Background: an optimization exercise with open tools, aiming at small area and a short achievable clock period. Do not read the settings as production practice. Only simulation tests tie the RTL to the original design; equivalence was not proved. Power is estimated from default activity; no workload was simulated.

## flow/design.v (module list and top-level ports; edited modules follow where they fit)
// module hb1dec: 760 lines
// module hb1dec_fa: 4 lines
// module hb1dec_ha: 4 lines
module hb1dec (
    input  wire        clk,
    input  wire        rst,         
    input  wire        in_valid,
    input  wire [31:0] in_data,
    output reg         out_valid,
    output reg  [31:0] out_data
);
  // ...
==> flow/run.sh <==
#!/bin/bash
# synth_recipe.tcl (not shown) runs the flow's synth.tcl, then flattens the netlist and writes it again
# the make line also repeats each setting of config.mk as NAME=value (left out here)
make -C /OpenROAD-flow-scripts/flow DESIGN_CONFIG=/design/flow/config.mk WORK_HOME=/design/flow/orfs CLKGATE_MAP_FILE= SYNTH_SCRIPT=/design/flow/synth_recipe.tcl finish
==> flow/config.mk <==
export PLATFORM = sky130hd
export DESIGN_NAME = hb1dec
export DESIGN_NICKNAME = hb1dec
export VERILOG_FILES = /design/flow/design.v
export SDC_FILE = /design/flow/constraint.sdc
export NUM_CORES = 4
export LEC_CHECK = 0
export CAP_MARGIN = 20
export CORE_MARGIN = 2
export CORE_UTILIZATION = 40
export CTS_CLUSTER_DIAMETER = 100
export CTS_CLUSTER_SIZE = 24
export SLEW_MARGIN = 20
export SYNTH_HIERARCHICAL = 1
export SYNTH_MINIMUM_KEEP_SIZE = 0
==> flow/constraint.sdc <==
create_clock -name core_clock -period 18.0 [get_ports {clk}]
set_input_delay 3.6000 -clock core_clock [delete_from_list [all_inputs] [get_ports {clk}]]
set_output_delay 3.6000 -clock core_clock [all_outputs]
set_load 0.01 [all_outputs]
==> results.cfg, run 1 <==
[status]
status = timing/DRC/antenna clean

[placed_design]
place_inst = 3458
gp_congestion = 0.932
dp.final_hpwl_um = 62300

[grt]
grtUsageMet2_pct = 29.7
grt_pass1_wl_um = 121000
busiest_layer = met2
grt_util_all_layers_pct = 17.4

[sta]
rsz0062_at_grt = false
fin_hold_ws_ps = 317
tightest_slew_ps = 1140

[synth]
yosysWarnings = 7
muxShareOfSynthArea_pct = 0.991
synth_top_area_share_pct = 38.3
netlist_instances = 2253

[route]
drt-initial-drc-count = 1402
via_per_inst = 4.97
ant_nets = 0
top_layer = met4

[worst_setup_path]
cp.depth = 1
reg2reg_from = pr4[3]
max_stage_delay_ps = 530
cp_num_buf_inv = 1
start_kind = register
cp.required_ps = 14400
worstPathArrival_ps = 1480

[pwr]
power_mw = 3.29
seqPwrFrac_pct = 61.6

[clocking]
clockRootBuffer = clkbuf_16
cts.sinks = 781
cts_max_level = 2
clkTransAtPathRegs_ps = 90

[final_layout]
buffers = 80
multi_input_area_share_pct = 38.9
final_cell_mix = fa_1, edfxtp_1, dfxtp_1
fill_cells = 7985
regArea_um2 = 20300
n_clock_buffer = 62
fin_util_pct = 44.0

[floorplanning]
ios = 68
==> inputs of run 2 (changes only) <==
--- a/flow/config.mk
+++ b/flow/config.mk
@@ -8,8 +8,6 @@
 export CAP_MARGIN = 20
 export CORE_MARGIN = 2
 export CORE_UTILIZATION = 40
-export CTS_CLUSTER_DIAMETER = 100
-export CTS_CLUSTER_SIZE = 24
 export SLEW_MARGIN = 20
 export SYNTH_HIERARCHICAL = 1
 export SYNTH_MINIMUM_KEEP_SIZE = 0
==> run 2 against run 1 <==
Compared with the run above:
- wire length grew 1.1%
- largest power group unchanged
- clock skew grew 15 ps
- clock power grew 69%
- worst setup slack lost 35 ps
==> results.cfg, run 2 <==
[worst_setup_path]
start_kind = register
worstPathArrival_ps = 1510
cp_num_buf_inv = 1
slowest_stage = clkdlybuf4s50_1
crit_chain = clkdlybuf4s50_1
cp_top_family = buffers and inverters
path_class = register to output port
endpoint_kind = output port
cp.required_ps = 14400
max_stage_delay_ps = 530
path_max_fanout = 1

[final_layout]
nets = 2963
fill_cells = 7816
drive_gt1_share_pct = 7.40
area_delta_synth_final_pct = 13.2
layout_commonest_cell = fa_1
reg_top3 = rx x34, u x34, ry x33
final_cell_mix = fa_1, edfxtp_1, dfxtp_1
fin_area_um2 = 41200

[clocking]
post_cts_resized = 0
numCtsBuffers = 81
cts.path.max_buffers = 3
worstSkewPairLatency_ps = 670
clkTransAtPathRegs_ps = 60
cts.sinks = 781
cts_max_level = 3
cts_setup_buffers = 0
clockRootBuffer = clkbuf_16
cts_tree = built
postCtsHoldBufs = 0

[synth]
synth-edff-count = 464
synth_top_area_cell = edfxtp_1
synth_cell_types = 58
yosys_register_bits = 781
synthTopCellsByCount = fa_1, edfxtp_1, dfxtp_1
syn_area_per_cell_um2 = 16.1
synth_area_um2 = 36400
synth_ff_type = edfxtp_1
netlist_instances = 2253
async_flop_share_pct = 0
ys_seq_area_share_pct = 55.7
synth_top_area_share_pct = 38.3
synth_most_common_cell = fa_1
synth_nets = 2851
yosysWarnings = 7
ys_top_cells_by_area = edfxtp_1, fa_1, dfxtp_1

[grt]
grt_pass1_wl_um = 123000
grt_pass1_vias = 19500
overflow = 0
grt_util_all_layers_pct = 17.8
grt_max_degree = 176
antenna_found_initial = 1

[floorplanning]
initial_utilization_pct = 40.4
die_w_um = 306
dieArea_um2 = 93400
ios = 68
coreArea_um2 = 90000
row_count = 110
die_height_um = 306

[route]
ant_nets = 0
drt_first_pass_iters = 5
route.detailed.drc = 0
vias = 17800
drt-initial-drc-count = 1421
wirelength_um = 81200
via_per_inst = 4.94
wl_per_cell_um = 22.5

[sta]
hold_viol = 0
tightest_slew_ps = 1160
max_clock_freq_mhz = 196
timing.final.crit_share_pct = 28.4
finalSetupViolCount = 0
clock_skew_ps = 63.2
period_minus_slack_ps = 5110
slew_headroom_pct = 22.5
rsz0062_at_grt = false
fin_tns_setup_ps = 0
slew_viol_final = 0

[placed_design]
gp_congestion = 0.932
placed_area_um2 = 38400
dp.final_hpwl_um = 62300
io_buffers = 67

[pwr]
power_mw = 3.98
vdd_drop_max_uv = 80.5
power_density_nw_per_um2 = 96.7
leakage_nw = 16.9

[worst_hold_path]
worstHoldPathType = register to register

[flow_run]
maxCapViolCount = 0

[status]
status = timing/DRC/antenna clean
-- run 2: cell counts after synthesis --
No cell type changed its count.
-- run 2: modules after synthesis, one instance, submodules excluded --
module / flops+latches / copies in the design / cells inside
hb1dec_ha: 0 / 12 / 1
hb1dec: 781 / 1 / 1744
hb1dec_fa: 0 / 497 / 1
-- run 2: cells by family (layout without fill, tap and decap cells) --
| logic type | after synthesis | after routing | share of synthesized area (%) |
|---|---|---|---|
| DFF | 781 | 781 | 55.7 |
| AOI/OAI and AO/OA | 186 | 186 | 3.28 |
| other | 1 | 3 | 0.0103 |
| muxes | 32 | 32 | 0.991 |
| buffers and inverters | 178 | 358 | 1.92 |
| adders and majority gates | 563 | 563 | 29.7 |
| and+or+nand+nor | 440 | 440 | 6.64 |
| xor gates and xnor gates | 72 | 72 | 1.73 |
-- run 2: final cells by class --
type | count | area (um^2) | share of cell area (%)
antenna | 2 | 5.00 | 0.0122
clock buffer | 115 | 2260 | 5.48
clock inverter | 36 | 479 | 1.16
inverter | 127 | 477 | 1.16
multi-input combinational | 1294 | 15400 | 37.5
sequential | 781 | 20300 | 49.3
tap | 1176 | 1470 | 3.57
timing repair buffer | 80 | 781 | 1.90
-- run 2: routing by layer --
metal	wire length, um	part of all wire, %	vias up	track usage (%)
li1	-	-	7828	-
met1	34400	42	9368	23.3
met2	40500	50	515	30.1
met3	3840	4.7	137	2.81
met4	2510	3.1	0	6.12
met5	0	0	-	0
-- run 2: path summary, 6_finish.rpt --
path / startpoint / cells after the start / end / slack, ps
setup / recovery: out_valid / 1 / out_valid / 12890
hold / removal: dhi[8] / 0 / hreg[8] / 320
setup reg to reg: pr1[7] / 10 / ry[19] / 13280
hold reg to reg: dhi[8] / 0 / hreg[8] / 320
-- run 2: per-stage QoR --
stage	setup slack (ps)	util, %	hold WS [ps]	std cells
2_1_floorplan	9000	-	310	2253
3_5_place_dp	13020	42.7	313	3458
3_3_place_gp	13080	42.7	312	3458
4_1_cts	12850	45.7	324	3609
6_report	12890	45.7	321	3611
5_1_grt	12830	45.7	325	3609
-- run 2: where the power goes --
| part | internal (mW) | switching, mW |
|---|---|---|
| combinational | 0.109 | 0.161 |
| sequential | 1.98 | 0.0531 |
| clock | 0.976 | 0.703 |
==> inputs of run 3 (changes only) <==
==> flow/flow/run.sh (new file) <==
#!/bin/bash
# The standard layout (the standard.sh), with the port buffers made of
# buf_2 cells instead of the cell buffer_ports picks by default.
set -euo pipefail
export BUFFER_PORTS_ARGS="-buffer_cell sky130_fd_sc_hd__buf_2"
bash standard.sh > standard.log 2>&1
==> flow/standard.sh (new file) <==
#!/bin/bash
# synth_recipe.tcl (not shown) runs the flow's synth.tcl, then flattens the netlist and writes it again
# the make line also repeats each setting of config.mk as NAME=value (left out here)
make -C /OpenROAD-flow-scripts/flow DESIGN_CONFIG=/design/flow/config.mk WORK_HOME=/design/flow/orfs CLKGATE_MAP_FILE= SYNTH_SCRIPT=/design/flow/synth_recipe.tcl "${@:-finish}"
--- a/flow/config.mk
+++ b/flow/config.mk
@@ -8,6 +8,8 @@
 export CAP_MARGIN = 20
 export CORE_MARGIN = 2
 export CORE_UTILIZATION = 40
+export CTS_CLUSTER_DIAMETER = 60
+export CTS_CLUSTER_SIZE = 32
 export SLEW_MARGIN = 20
 export SYNTH_HIERARCHICAL = 1
 export SYNTH_MINIMUM_KEEP_SIZE = 0
removed: flow/run.sh
==> run 3 against run 2 <==
Compared with the run above:
- still clean
- area after synthesis is the same
- register-to-register slack lost 70 ps
- sequential share of layout area grew 1.4 points
- total power shrank 9.1%
- worst setup slack gained 330 ps
- design area shrank 2.7%
- via count shrank 1.2%
- wire length grew 1.5%
- global-route usage grew 0.15 points
- non-clock buffer count shrank 2
==> results.cfg, run 3 <==
[route]
drt_first_pass_iters = 5
ant_nets = 0
via_per_inst = 4.97
route.detailed.drc = 0
vias = 17600
drt-initial-drc-count = 1338
wl_per_cell_um = 23.2
wirelength_um = 82400

[pwr]
power_mw = 3.62
seqPwrFrac_pct = 56.1
internal_power_mw = 2.68
swShare_pct = 26.0
clkPwrFrac_pct = 36.4
vdd_drop_max_uv = 87.7
leakage_nw = 16.5
power_density_nw_per_um2 = 90.4
p_sw_uw = 943
p_comb_share_pct = 7.5

[placed_design]
dp.final_hpwl_um = 64300
place_inst = 3456
io_buffers = 67
pre_cts_ws_ps = 13270
gp_congestion = 0.936

[floorplanning]
dieArea_um2 = 93400
initial_utilization_pct = 40.4
die_w_um = 306
die_height_um = 306
coreArea_um2 = 90000
ios = 68
row_count = 110

[worst_setup_path]
worst_path_most_repeated_cell = fa_1
crit_chain = and2_1, ha_1, fa_1, fa_1, fa_1, fa_1, fa_1, fa_1, fa_1, fa_1, and2_1
cp_num_buf_inv = 0
r2r-end = pr4[16]
cp_top_family = adder cells
ff2ff_setup_slack_ps = 13210
start_kind = register
worstPathArrival_ps = 5300
path_max_fanout = 19
rr_worst_depth = 11
reg2reg_from = vo[5]
max_stage_delay_ps = 610
slowest_stage = dfxtp_1
path_class = register to register
cp.required_ps = 18520
endpoint_kind = register
cp.depth = 11

[sta]
timing.final.crit_share_pct = 26.6
tightest_slew_ps = 1040
period_minus_slack_ps = 4790
slew_headroom_pct = 30.4
worst_slack_ps = 13210
fin_tns_setup_ps = 0
rsz0062_at_grt = false
slew_viol_final = 0
clock_skew_ps = 67.2
finalSetupViolCount = 0
max_clock_freq_mhz = 209
hold_viol = 0

[final_layout]
nets = 2930
area_delta_synth_final_pct = 10.1
layout_commonest_cell = fa_1
reg_top3 = rx x34, u x34, ry x33
drive_gt1_share_pct = 9.22
final_cell_mix = fa_1, edfxtp_1, dfxtp_1
fin_cells = 3550
fill_cells = 7891
antennaDiodeCount = 0

[clocking]
cts_setup_buffers = 0
cts.path.max_buffers = 3
numCtsBuffers = 50
cts_max_level = 2
clockRootBuffer = clkbuf_16
cts.sinks = 781
cts_tree = built
worstSkewPairLatency_ps = 670
postCtsHoldBufs = 0
post_cts_resized = 0
clkTransAtPathRegs_ps = 100

[synth]
yosysWarnings = 7
async_flop_share_pct = 0
netlist_instances = 2253
synth_area_um2 = 36400
synth-edff-count = 464
synth_cell_types = 58
synthTopCellsByCount = fa_1, edfxtp_1, dfxtp_1
yosys_register_bits = 781
ys_top_cells_by_area = edfxtp_1, fa_1, dfxtp_1
synth_nets = 2851
synth_ff_type = edfxtp_1
synth_most_common_cell = fa_1
syn_area_per_cell_um2 = 16.1
synth_top_area_cell = edfxtp_1
ys_seq_area_share_pct = 55.7
synth_top_area_share_pct = 38.3

[status]
status = timing/DRC/antenna clean

[grt]
grt_util_all_layers_pct = 17.9
grt_pass1_vias = 19000
overflow = 0
grt_max_degree = 175
grt_pass1_wl_um = 123000
antenna_found_initial = 3

[worst_hold_path]
hp-start = dhi[12]
min_to = hreg[12]
min_path_cells = 0
worstHoldPathType = register to register

[flow_run]
maxCapViolCount = 0
-- run 3: changes by cell type in the layout (fill, tap and decap cells not counted), moves of 4 or more --
cell,before,now
bufinv_16,6,0
clkinv_2,10,0
inv_6,1,5
clkbuf_16,82,51
clkbuf_8,8,1
clkinv_8,1,8
inv_8,0,4
inv_12,0,6
clkinv_1,8,0
clkbuf_1,25,1
buf_2,0,67
clkdlybuf4s50_1,67,0
-- run 3: cell type report --
class / count / area (um^2) / area share [%]
flip-flops and latches: 781 / 20300 / 50.6
multi-input cells: 1294 / 15400 / 38.5
well taps: 1176 / 1470 / 3.67
clock buffers: 53 / 1290 / 3.23
clock inverters: 41 / 671 / 1.67
inverters: 127 / 477 / 1.19
repair buffers: 78 / 430 / 1.07
-- run 3: power by group through the flow --
stage	Combinational, mW	Clock, mW	Sequential, mW
floorplan	0.200	0	2.06
global route	0.304	1.42	2.04
finish	0.271	1.32	2.03
detailed placement	0.276	0	2.07
global placement	0.274	0	2.07
CTS	0.277	1.36	2.03
-- run 3: routing by layer --
layer / wire length (um) / share of wire [%] / global-route usage, %
met1: 36000 / 44 / 24.4
met2: 40400 / 49 / 30.0
met3: 3860 / 4.7 / 2.56
met4: 2080 / 2.5 / 5.01
met5: 13 / 0.016 / 0
-- run 3: how the worst max path moves through the flow --
stage | start | to
floorplan | a1 | os0[0]
global placement | vo[5] | pr4[16]
detailed placement | vo[5] | pr4[16]
CTS | vo[5] | pr4[16]
global route | vo[5] | pr4[16]
finish | vo[5] | pr4[16]
-- run 3: per-module statistics from Yosys (local to each module, per instance) --
module	cells	times used	area, um^2	flip-flops and latches
hb1dec_fa	1	497	20.0	0
hb1dec	1744	1	26300	781
hb1dec_ha	1	12	12.5	0
-- run 3: cells by family (layout without fill, tap and decap cells) --
logic type / after synthesis / count (layout) / synth area share [%]
other cells: 1 / 1 / 0.0103
buf+inv: 178 / 299 / 1.92
fa+ha+maj: 563 / 563 / 29.7
flops: 781 / 781 / 55.7
compound gates: 186 / 186 / 3.28
simple gates: 440 / 440 / 6.64
mux: 32 / 32 / 0.991
xor+xnor: 72 / 72 / 1.73
-- run 3: worst reg2reg max path: cells and delay by family (launching register included) --
| kind | cells | cell delay [ps] |
|---|---|---|
| fa+ha+maj | 9 | 3560 |
| flops | 1 | 610 |
| simple gates | 2 | 450 |
-- run 3: stage by stage --
step           utilization, %  cell area (um^2)  hold slack, ps
6_report                 44.5             40100             329
4_1_cts                  44.5             40000             317
3_5_place_dp             42.3             38100             313
3_3_place_gp             42.3             38100             311
5_1_grt                  44.5             40100             330
2_1_floorplan               -             36400             310
==> inputs of run 4 (changes only) <==
--- a/flow/config.mk
+++ b/flow/config.mk
@@ -8,8 +8,8 @@
 export CAP_MARGIN = 20
 export CORE_MARGIN = 2
 export CORE_UTILIZATION = 40
-export CTS_CLUSTER_DIAMETER = 60
-export CTS_CLUSTER_SIZE = 32
+export CTS_CLUSTER_DIAMETER = 100
+export CTS_CLUSTER_SIZE = 24
 export SLEW_MARGIN = 20
 export SYNTH_HIERARCHICAL = 1
 export SYNTH_MINIMUM_KEEP_SIZE = 0
==> run 4 against run 3 <==
Compared with the run above:
- still clean on timing, DRC and antenna
- utilization decreased by 0.77 points
- first-iteration DRC count decreased by 1.3%
- design area decreased by 1.7%
- combinational power about the same
- non-clock buffer count unchanged
- sequential share of layout area increased by 0.89 points
- die area unchanged
- largest power group unchanged
==> results.cfg, run 4 <==
[worst_hold_path]
worstHoldPathType = register to register
hp-start = dhi[10]

[worst_setup_path]
worstPathArrival_ps = 5290
max_stage_delay_ps = 620
path_max_fanout = 19
crit_chain = and2_1, ha_1, fa_1, fa_1, fa_1, fa_1, fa_1, fa_1, fa_1, fa_1, and2_1
critical_path.startpoint = vo[5]
cp_num_buf_inv = 0
start_kind = register
slowest_stage = dfxtp_1
cp_top_family = adder cells
path_class = register to register
worst_path_most_repeated_cell = fa_1
cp.required_ps = 18530
reg2reg_from = vo[5]
endpoint_kind = register

[clocking]
post_cts_resized = 0
clockRootBuffer = clkbuf_16
worstSkewPairLatency_ps = 640
cts_max_level = 2
clkTransAtPathRegs_ps = 100
cts_setup_buffers = 0
postCtsHoldBufs = 0
numCtsBuffers = 40
cts_tree = built
cts.sinks = 781
cts.path.max_buffers = 3

[route]
ant_nets = 0
route.detailed.drc = 0
drt-initial-drc-count = 1321
vias = 17600
wl_per_cell_um = 23.4
via_per_inst = 4.99
drt_first_pass_iters = 5
wirelength_um = 82500

[grt]
grt_max_degree = 175
overflow = 0
antenna_found_initial = 3
grt_pass1_wl_um = 123000
grt_util_all_layers_pct = 17.9
grt_pass1_vias = 18900

[placed_design]
io_buffers = 67
dp.final_hpwl_um = 64300
gp_congestion = 0.936
placed_area_um2 = 38100
place_inst = 3456
pre_cts_ws_ps = 13270

[pwr]
swShare_pct = 24.0
power_mw = 3.33
p_comb_share_pct = 8.2
clkPwrFrac_pct = 30.9
p_sw_uw = 799
vdd_drop_max_uv = 91.8
power_density_nw_per_um2 = 84.6
internal_power_mw = 2.53
seqPwrFrac_pct = 61.0
leakage_nw = 16.1

[sta]
slew_viol_final = 0
hold_viol = 0
fin_hold_ws_ps = 324
fin_tns_setup_ps = 0
period_minus_slack_ps = 4760
max_clock_freq_mhz = 210
slew_headroom_pct = 21.8
worst_slack_ps = 13240
timing.final.crit_share_pct = 26.5
rsz0062_at_grt = false
finalSetupViolCount = 0
clock_skew_ps = 58.1
tightest_slew_ps = 1170

[floorplanning]
row_count = 110
ios = 68
die_w_um = 306
die_height_um = 306
initial_utilization_pct = 40.4
dieArea_um2 = 93400
coreArea_um2 = 90000

[synth]
async_flop_share_pct = 0
synth_cell_types = 58
ys_seq_area_share_pct = 55.7
synthTopCellsByCount = fa_1, edfxtp_1, dfxtp_1
synth_ff_type = edfxtp_1
syn_area_per_cell_um2 = 16.1
synth-edff-count = 464
yosys_register_bits = 781
synth_most_common_cell = fa_1
ys_top_cells_by_area = edfxtp_1, fa_1, dfxtp_1
synth_nets = 2851
netlist_instances = 2253
synth_area_um2 = 36400
synth_top_area_cell = edfxtp_1
yosysWarnings = 7
synth_top_area_share_pct = 38.3

[final_layout]
area_delta_synth_final_pct = 8.19
fin_area_um2 = 39400
fin_util_pct = 43.7
drive_gt1_share_pct = 7.40
nets = 2920
reg_top3 = rx x34, u x34, ry x33
fin_cells = 3529
final_cell_mix = fa_1, edfxtp_1, dfxtp_1
layout_commonest_cell = fa_1

[flow_run]
maxCapViolCount = 0

[status]
status = timing/DRC/antenna clean
run 4: cell types whose count changed in the layout (fill, tap and decap cells not counted), sizes merged:
cell / delta
inv: -19
diode: +1
bufinv: +1
clkbuf: +11
clkinvlp: -3
clkinv: -12
run 4: power by group through the flow:
| stage | sequential (mW) | clock, mW | combinational (mW) |
|---|---|---|---|
| 6_report | 2.03 | 1.03 | 0.272 |
| 5_1_grt | 2.04 | 1.12 | 0.303 |
| 4_1_cts | 2.03 | 1.07 | 0.277 |
| 3_5_place_dp | 2.07 | 0 | 0.276 |
| 3_3_place_gp | 2.07 | 0 | 0.274 |
| 2_1_floorplan | 2.06 | 0 | 0.200 |
run 4: modules after synthesis, one instance, submodules excluded:
module / area (um^2) / cells
hb1dec_fa: 20.0 / 1
hb1dec_ha: 12.5 / 1
hb1dec: 26300 / 1744
run 4: logic make-up (layout without fill, tap and decap cells):
kind of cell / Yosys count / in the layout / share of synthesized area, %
other cells: 1 / 2 / 0.0103
xor+xnor: 72 / 72 / 1.73
fa+ha+maj: 563 / 563 / 29.7
flops: 781 / 781 / 55.7
buf+inv: 178 / 277 / 1.92
mux: 32 / 32 / 0.991
simple gates: 440 / 440 / 6.64
compound gates: 186 / 186 / 3.28
run 4: path summary, 6_finish.rpt:
check	endpoint	slack, ps	depth (start not counted)
worst max-delay path	pr4[16]	13240	11
worst min-delay path	hreg[10]	320	0
worst max register to register	pr4[16]	13240	11
worst min register to register	hreg[10]	320	0
run 4: per-layer routing:
layer	GRT usage, %	wire length [um]
met1	24.6	36100
met5	0	7
met2	30.1	40300
met4	4.74	1970
met3	2.14	4000
run 4: final cells by class:
cell class	instances	area, um^2
well taps	1176	1470
flip-flops and latches	781	20300
clock buffers	64	1090
diodes	1	2.50
repair buffers	78	430
fillers	7953	50700
multi-input cells	1294	15400
inverters	127	477
clock inverters	8	179

## separate check: timing with driven ports
Ports are ideal in the flow. The routed layouts listed here were re-timed in OpenROAD. Step 1, drivers: a clkbuf_16 drives clk and a buf_2 each remaining input, both assumed. Step 2 also shifts input and output timing later by t, the mid clock arrival at the registers, as if the neighbouring blocks saw the same clock. Three values: no drivers, after step 1, after step 2; two values: the first two.
run | t, ns | setup WS [ns] | latest minus earliest clock arrival (ns)
run 1 | 0.670 | 12.921 / 12.856 / 13.051 | 0.050 / 0.050
run 2 | 0.700 | 12.886 / 12.822 / 13.073 | 0.065 / 0.064
run 3 | 0.701 | 13.212 / 13.212 / 13.212 | 0.068 / 0.067
run 4 | 0.674 | 13.237 / 13.237 / 13.237 | 0.060 / 0.061
After both steps every run listed still meets setup and hold.
